From an optimization exercise on the open Yosys and OpenROAD flow, aimed at small area, a short achievable clock period and few clock cycles per item; shortcuts taken in it are not production practice. The RTL was checked by simulation tests, not by an equivalence proof against the original design. Power is estimated from default activity; no workload was simulated.

==> flow/design.v <==
module tot_mulr (
    input  wire         clk,
    input  wire         rst,
    input  wire         start,
    input  wire [127:0] opd,
    input  wire [63:0]  opf,
    input  wire [5:0]   mexp,
    input  wire [1:0]   rmode,
    output reg          busy,
    output reg          done,
    output reg          refused,
    output reg  [3:0]   cause,
    output reg  [127:0] res
);
    localparam [3:0] CAUSE_NONE      = 4'd0;
    localparam [3:0] CAUSE_BAD_DIGIT = 4'd2;
    localparam [3:0] CAUSE_OVERFLOW  = 4'd4;
    localparam [1:0] RND_HALF_EVEN = 2'd0;
    localparam [1:0] RND_HALF_AWAY = 2'd1;
    localparam [1:0] ST_IDLE  = 2'd0;
    localparam [1:0] ST_MUL   = 2'd1;
    localparam [1:0] ST_SCALE = 2'd2;
    localparam [1:0] ST_ROUND = 2'd3;
    reg [1:0]   state;
    reg [3:0]   cnt;        
    reg [123:0] a;          
    reg [63:0]  f;          
    reg         neg;        
    reg [5:0]   exp_r;
    reg [1:0]   rnd_r;
    reg [191:0] acc;        
    reg [191:0] q;          
    reg         rup;        
    reg         ovf_s;      
    integer i;
    reg bad_digit;
    always @* begin
        bad_digit = (opd[3:0] != 4'hC) && (opd[3:0] != 4'hD);
        for (i = 1; i < 32; i = i + 1)
            if (opd[4*i +: 4] > 4'd9) bad_digit = 1'b1;
        for (i = 0; i < 16; i = i + 1)
            if (opf[4*i +: 4] > 4'd9) bad_digit = 1'b1;
    end
    wire [3:0] d = f[63:60];
    reg [6:0]   pd;
    reg [191:0] row_u;      
    reg [191:0] row_t;      
    reg [191:0] sum1;
    reg [191:0] sum2;
    reg [4:0]   ds;
    reg         c1;
    reg         c2;
    always @* begin
        row_u = 192'd0;
        row_t = 192'd0;
        for (i = 0; i < 31; i = i + 1) begin
            pd = a[4*i +: 4] * d;
            row_u[4*i +: 4]     = pd % 10;
            row_t[4*i + 4 +: 4] = pd / 10;
        end
        c1 = 1'b0;
        for (i = 0; i < 48; i = i + 1) begin
            if (i == 0)
                ds = {1'b0, row_u[3:0]} + {4'd0, c1};
            else
                ds = {1'b0, acc[4*i - 4 +: 4]} + {1'b0, row_u[4*i +: 4]} + {4'd0, c1};
            if (ds > 5'd9) begin
                ds = ds + 5'd6;
                c1 = 1'b1;
            end else begin
                c1 = 1'b0;
            end
            sum1[4*i +: 4] = ds[3:0];
        end
        c2 = 1'b0;
        for (i = 0; i < 48; i = i + 1) begin
            ds = {1'b0, sum1[4*i +: 4]} + {1'b0, row_t[4*i +: 4]} + {4'd0, c2};
            if (ds > 5'd9) begin
                ds = ds + 5'd6;
                c2 = 1'b1;
            end else begin
                c2 = 1'b0;
            end
            sum2[4*i +: 4] = ds[3:0];
        end
    end
    reg         exp_neg;
    reg [5:0]   k;          
    reg [191:0] q_s;
    reg [191:0] hi_s;
    reg [191:0] low_s;
    reg [3:0]   rdig;
    reg         sticky;
    reg         rup_s;
    reg         ovf_chk;
    always @* begin
        exp_neg = exp_r[5];
        k       = -exp_r;
        q_s     = 192'd0;
        rdig    = 4'd0;
        sticky  = 1'b0;
        rup_s   = 1'b0;
        ovf_chk = 1'b0;
        hi_s    = 192'd0;
        low_s   = 192'd0;
        if (!exp_neg) begin
            q_s     = acc << (4 * exp_r);
            hi_s    = acc >> (4 * (31 - exp_r));
            ovf_chk = (hi_s != 192'd0);
        end else begin
            q_s    = acc >> (4 * k);
            rdig   = acc[4*(k - 1) +: 4];
            low_s  = acc << (4 * (49 - k));
            sticky = (low_s != 192'd0);
            case (rnd_r)
                RND_HALF_EVEN: rup_s = (rdig > 4'd5) ||
                                       ((rdig == 4'd5) && (sticky || q_s[0]));
                RND_HALF_AWAY: rup_s = (rdig >= 4'd5);
                default:       rup_s = 1'b0;
            endcase
        end
    end
    reg [191:0] q_r;
    reg         ovf_r;
    reg         zero_r;
    reg [47:0]  nine;
    reg [47:0]  cin;
    always @* begin
        for (i = 0; i < 48; i = i + 1)
            nine[i] = (q[4*i +: 4] == 4'd9);
        for (i = 0; i < 48; i = i + 1)
            cin[i] = rup && ((nine & ((48'd1 << i) - 48'd1)) == ((48'd1 << i) - 48'd1));
        for (i = 0; i < 48; i = i + 1) begin
            if (!cin[i])
                q_r[4*i +: 4] = q[4*i +: 4];
            else if (nine[i])
                q_r[4*i +: 4] = 4'd0;
            else
                q_r[4*i +: 4] = q[4*i +: 4] + 4'd1;
        end
        ovf_r  = ovf_s || (q_r[191:124] != 68'd0);
        zero_r = (q_r[123:0] == 124'd0);
    end
    always @(posedge clk) begin
        if (rst) begin
            state   <= ST_IDLE;
            busy    <= 1'b0;
            done    <= 1'b0;
            refused <= 1'b0;
            cause   <= CAUSE_NONE;
            res     <= 128'h0000_0000_0000_0000_0000_0000_0000_000C;
            cnt     <= 4'd0;
            a       <= 124'd0;
            f       <= 64'd0;
            neg     <= 1'b0;
            exp_r   <= 6'd0;
            rnd_r   <= 2'd0;
            acc     <= 192'd0;
            q       <= 192'd0;
            rup     <= 1'b0;
            ovf_s   <= 1'b0;
        end else begin
            done <= 1'b0;
            case (state)
                ST_IDLE: begin
                    if (start) begin
                        if (bad_digit) begin
                            done    <= 1'b1;
                            refused <= 1'b1;
                            cause   <= CAUSE_BAD_DIGIT;
                        end else begin
                            busy  <= 1'b1;
                            state <= ST_MUL;
                            a     <= opd[127:4];
                            f     <= opf;
                            neg   <= (opd[3:0] == 4'hD);
                            exp_r <= mexp;
                            rnd_r <= rmode;
                            acc   <= 192'd0;
                            cnt   <= 4'd0;
                        end
                    end
                end
                ST_MUL: begin
                    acc <= sum2;
                    f   <= {f[59:0], 4'd0};
                    cnt <= cnt + 4'd1;
                    if (cnt == 4'd15)
                        state <= ST_SCALE;
                end
                ST_SCALE: begin
                    q     <= q_s;
                    rup   <= rup_s;
                    ovf_s <= ovf_chk;
                    state <= ST_ROUND;
                end
                ST_ROUND: begin
                    state <= ST_IDLE;
                    busy  <= 1'b0;
                    done  <= 1'b1;
                    if (ovf_r) begin
                        refused <= 1'b1;
                        cause   <= CAUSE_OVERFLOW;
                    end else begin
                        refused <= 1'b0;
                        cause   <= CAUSE_NONE;
                        res     <= {q_r[123:0], (neg && !zero_r) ? 4'hD : 4'hC};
                    end
                end
            endcase
        end
    end
endmodule
==> flow/run.sh <==
#!/bin/bash
# synth_recipe.tcl (not shown) runs the flow's synth.tcl, then flattens the netlist and writes it again
# the make line also repeats each setting of config.mk as NAME=value (left out here)
make -C /OpenROAD-flow-scripts/flow DESIGN_CONFIG=/design/flow/config.mk WORK_HOME=/design/flow/orfs CLKGATE_MAP_FILE= SYNTH_SCRIPT=/design/flow/synth_recipe.tcl finish
==> flow/config.mk <==
export PLATFORM = sky130hd
export DESIGN_NAME = tot_mulr
export DESIGN_NICKNAME = tot_mulr
export VERILOG_FILES = /design/flow/design.v
export SDC_FILE = /design/flow/constraint.sdc
export NUM_CORES = 4
export LEC_CHECK = 0
export CAP_MARGIN = 20
export CORE_MARGIN = 2
export CORE_UTILIZATION = 40
export SLEW_MARGIN = 20
==> flow/constraint.sdc <==
create_clock -name core_clock -period 90.0 [get_ports {clk}]
set_input_delay 18.0000 -clock core_clock [delete_from_list [all_inputs] [get_ports {clk}]]
set_output_delay 18.0000 -clock core_clock [all_outputs]
set_load 0.01 [all_outputs]
==> results.sh <==
export IMPL_outcome="finished clean"
export IMPL_drcViolationCount=0
export IMPL_synth_top_family_by_area="simple AND/OR/NAND/NOR gates"
export IMPL_path_max_fanout=74
export IMPL_cp_endpoint="acc[190]"
export IMPL_antenna_found_initial=38
export IMPL_clk_pin_slew_ps=60
export IMPL_multiInputGateArea_um2=78600
export IMPL_cp_slowest_cell="dfxtp_4"
export IMPL_fp_coreArea_um2=248000
export IMPL_switching_power_mw=0.188
export IMPL_start_util_pct=40.2
export IMPL_p_seq_share_pct=42.0
export IMPL_synth_area_leaders="dfxtp_1 (14%), ha_1 (9.3%), nand2_1 (6.6%)"
export IMPL_seqCellArea_um2=14400
export IMPL_cp_data_arrival_time_ps=78310
export IMPL_yosysSeqAreaShare_pct=14.4
export IMPL_worst_clock_skew_ps=58.6
export IMPL_synth_compound_area_share_pct=20.7
export IMPL_maxCapViolations=0
export IMPL_whs_ps=462
export IMPL_synth_cells=13400
export IMPL_netlist_area_um2=99800
export IMPL_relSlewSlack_pct=6.09
export IMPL_async_flop_share_pct=0
export IMPL_clockPowerShare_pct=55.1
export IMPL_cts_max_path_buffers=3
export IMPL_grt_max_degree=174
export IMPL_power_density_nw_per_um2=6.91
export IMPL_rsz0062_at_grt="false"
export IMPL_hold_class="reg -> reg"
export IMPL_layout_common_cells="nand2_1 (1745), a21oi_1 (1115), nor2_1 (1057)"
export IMPL_peakVddDrop_v=0.0000133
export IMPL_grt_pass1_wl_mm=690
export IMPL_critPathKind="reg -> reg"
export IMPL_hold_viol=0
export IMPL_yosys_area_share_simple_pct=22.4
export IMPL_detail_route_wl_per_cell_um=29.4
export IMPL_cts_sinks=719
export IMPL_die_width_um=503
export IMPL_drt_wl_total_mm=488
export IMPL_synthFlopType="dfxtp_1"
export IMPL_dp_cells=16400
export IMPL_fin_cells=16600
export IMPL_insertion_delay_ps=800
export IMPL_vias_per_cell=6.18
export IMPL_final_common_cell="nand2_1"
export IMPL_r2r_slack_ps=12410
export IMPL_worstReg2RegStart="f[62]"
export IMPL_min_period_ps=77590
export IMPL_gr_total_overflow=0
export IMPL_synth_cell_types=104
export IMPL_synthAdderAreaFrac_pct=14.6
export IMPL_nNetsFinal=14300
export IMPL_yosysWarnings=1
export IMPL_cts_setup_buffers=0
export IMPL_synth_xor_xnor_area_share_pct=6.28
export IMPL_dpl_hpwl_mm=376
export IMPL_synth_mux_area_share_pct=14.5
export IMPL_startpoint="f[62]"
export IMPL_tritoncts="yes"
export IMPL_fin_util_pct=44.1
export IMPL_tightest_slew_ps=1390
export IMPL_ys_ff_latch=719
export IMPL_fmax_ghz=0.0129
export IMPL_crit_path_end_kind="flop"
export IMPL_p_leak_nw=44.1
export IMPL_critPathMaxStageDelay_ps=750
export IMPL_post_synth_top_area_cell="dfxtp_1"
export IMPL_antenna_left=0
export IMPL_grt_pass1_vias=93400
export IMPL_cts_resized=0
export IMPL_cts_buffers=94
export IMPL_drive_gt1_share_pct=7.91
export IMPL_startpoint_type="flop"
export IMPL_firstDrtPassIters=7
export IMPL_fill_cells=25500
export IMPL_io_pins=338
export IMPL_fin_tns_setup_ps=0
export IMPL_p_sw_share_pct=24.9
export IMPL_crit_top_cell="ha_1"
export IMPL_fin_crit_sh_pct=86.2
export IMPL_avgSynthCellArea_um2=7.44
export IMPL_die_h_um=503
export IMPL_io_buffer_count=332
export IMPL_netlist_area_leader_share_pct=14.4
export IMPL_track_usage_pct=37.4
export IMPL_crit_required_ps=90720
export IMPL_r2r_cells=335
export IMPL_floorplan_die_area_um2=253000
export IMPL_setup_violations=0
export IMPL_internal_power_mw=0.568
export IMPL_cts_root_buf="clkbuf_16"
export IMPL_slew_viol_final=0
export IMPL_synth_edf_count=0
export IMPL_num_vias=102000
export IMPL_gp_congestion=1.10
export IMPL_drtIter0Drc=12200
export IMPL_area_delta_synth_final_pct=9.81
export IMPL_r2r_end="acc[190]"
export IMPL_cts_htree_levels=3
export IMPL_num_rows=183
export IMPL_cts_hold_buf=0
export IMPL_p_total_mw=0.757
export IMPL_combPwrFrac_pct=2.9
sequential cells by signal, indices dropped and copies added (netlist names), 2 cells and up:
name	count
res	125
exp_r	6
a	124
acc	192
rnd_r	2
f	64
state	2
cause	2
q	192
cnt	4
synth_stat cells (45+ instances only):
| master | instances |
|---|---|
| nand2_1 | 1746 |
| a21oi_1 | 1118 |
| nor2_1 | 1064 |
| inv_1 | 816 |
| clkbuf_1 | 797 |
| o21ai_0 | 773 |
| ha_1 | 740 |
| dfxtp_1 | 719 |
| mux2i_1 | 646 |
| xnor2_1 | 515 |
| and2_1 | 439 |
| nor3_1 | 345 |
| mux4_2 | 283 |
| a211oi_1 | 272 |
| nand3_1 | 247 |
| fa_1 | 246 |
| xor2_1 | 187 |
| a21o_1 | 177 |
| nor2b_1 | 171 |
| o22ai_1 | 147 |
| mux2_2 | 144 |
| buf_1 | 127 |
| nand2b_1 | 125 |
| nand4_1 | 125 |
| o211ai_1 | 109 |
| a31oi_1 | 94 |
| nor4_1 | 86 |
| a221oi_1 | 74 |
| nor3b_1 | 68 |
| and3_1 | 67 |
| o221ai_1 | 64 |
| buf_2 | 62 |
| o21a_1 | 61 |
| a22oi_1 | 54 |
| nand3b_1 | 45 |
critical path: cells and delay by family (launching register included):
| kind | cells | cell delay, ps |
|---|---|---|
| buffers and inverters | 32 | 3330 |
| muxes | 2 | 420 |
| and+or+nand+nor | 70 | 11270 |
| AOI/OAI and AO/OA | 97 | 22920 |
| adders and majority gates | 103 | 31360 |
| xor gates and xnor gates | 31 | 7350 |
| DFF | 1 | 750 |
worst min-delay path by stage:
stage             start        to  depth (start not counted)  slack (ps)
6_report       cause[2]  cause[2]                          2         460
5_1_grt        cause[2]  cause[2]                          2         490
2_1_floorplan  rnd_r[1]  rnd_r[1]                          2         430
4_1_cts        cause[2]  cause[2]                          2         460
3_5_place_dp   cause[2]  cause[2]                          2         460
3_3_place_gp   acc[126]  acc[126]                          2         440
logic make-up (layout without fill, tap and decap cells):
family	after synthesis	after routing
simple gates	4732	4732
flops	719	719
buf+inv	1832	1643
other cells	2	33
mux	1073	1073
xor+xnor	707	707
fa+ha+maj	1021	1021
compound gates	3330	3330
power groups by stage:
| stage | clock network, mW | registers, mW | logic, mW |
|---|---|---|---|
| finish | 0.417 | 0.318 | 0.0219 |
| global route | 0.435 | 0.318 | 0.0231 |
| CTS | 0.424 | 0.318 | 0.0221 |
| floorplan | 0 | 0.325 | 0.00636 |
| global placement | 0 | 0.325 | 0.0220 |
| detailed placement | 0 | 0.325 | 0.0220 |
per-stage QoR:
stage	setup WS [ps]	area [um^2]
final	12410	110000
after global routing	5940	109000
after CTS	13020	109000
after detailed placement	13200	106000
after global placement	14660	106000
after floorplan	20770	99800
layout make-up:
type / count / area share (%)
Multi-Input combinational cell: 10900 / 71.8
Tap cell: 3330 / 3.80
Inverter: 821 / 2.83
Clock inverter: 43 / 0.623
Antenna cell: 28 / 0.0640
Timing Repair Buffer: 648 / 5.32
Clock buffer: 131 / 2.43
Sequential cell: 719 / 13.2
layer usage:
layer  wire length (um)  share of wire [%]  track usage [%]  vias to the layer above
met5                 85              0.017                0                        -
met4              43400                8.9             27.2                       14
met3              46200                9.5             9.07                     1250
met2             198000                 41             53.7                     5280
met1             200000                 41             48.5                    48900
li1                   -                  -                -                    47100
Testbench counts, summed over its fixed seeds: cycles 60,800, items 3,200.

-- re-timing with driven ports --
Ports are ideal in the flow. The routed layout listed here was re-timed in OpenROAD.
Step 1 (the two cells are an assumption about what drives the block):
set clk [get_ports {clk}]
set_driving_cell -lib_cell sky130_fd_sc_hd__clkbuf_16 $clk
set_driving_cell -lib_cell sky130_fd_sc_hd__buf_2 [delete_from_list [all_inputs] $clk]
Step 2 times the ports against the registers' clock, not the clock port: input delays grow and output delays shrink by t, the midpoint of the rising clock arrivals with the driver on.
Three values: ideal, step 1, step 2; two values: the first two.
t, ns: 0.874
slack for setup (ns): 12.412 / 12.412 / 12.412
worst setup path at the end: register to register
latest minus earliest clock arrival (ns): 0.060 / 0.060
pins driven straight from the clock port: 1
After both steps setup and hold are still met in this run. For this run, drivers alone change the setup slack by 0.000 ns; drivers and shift together by 0.000 ns.
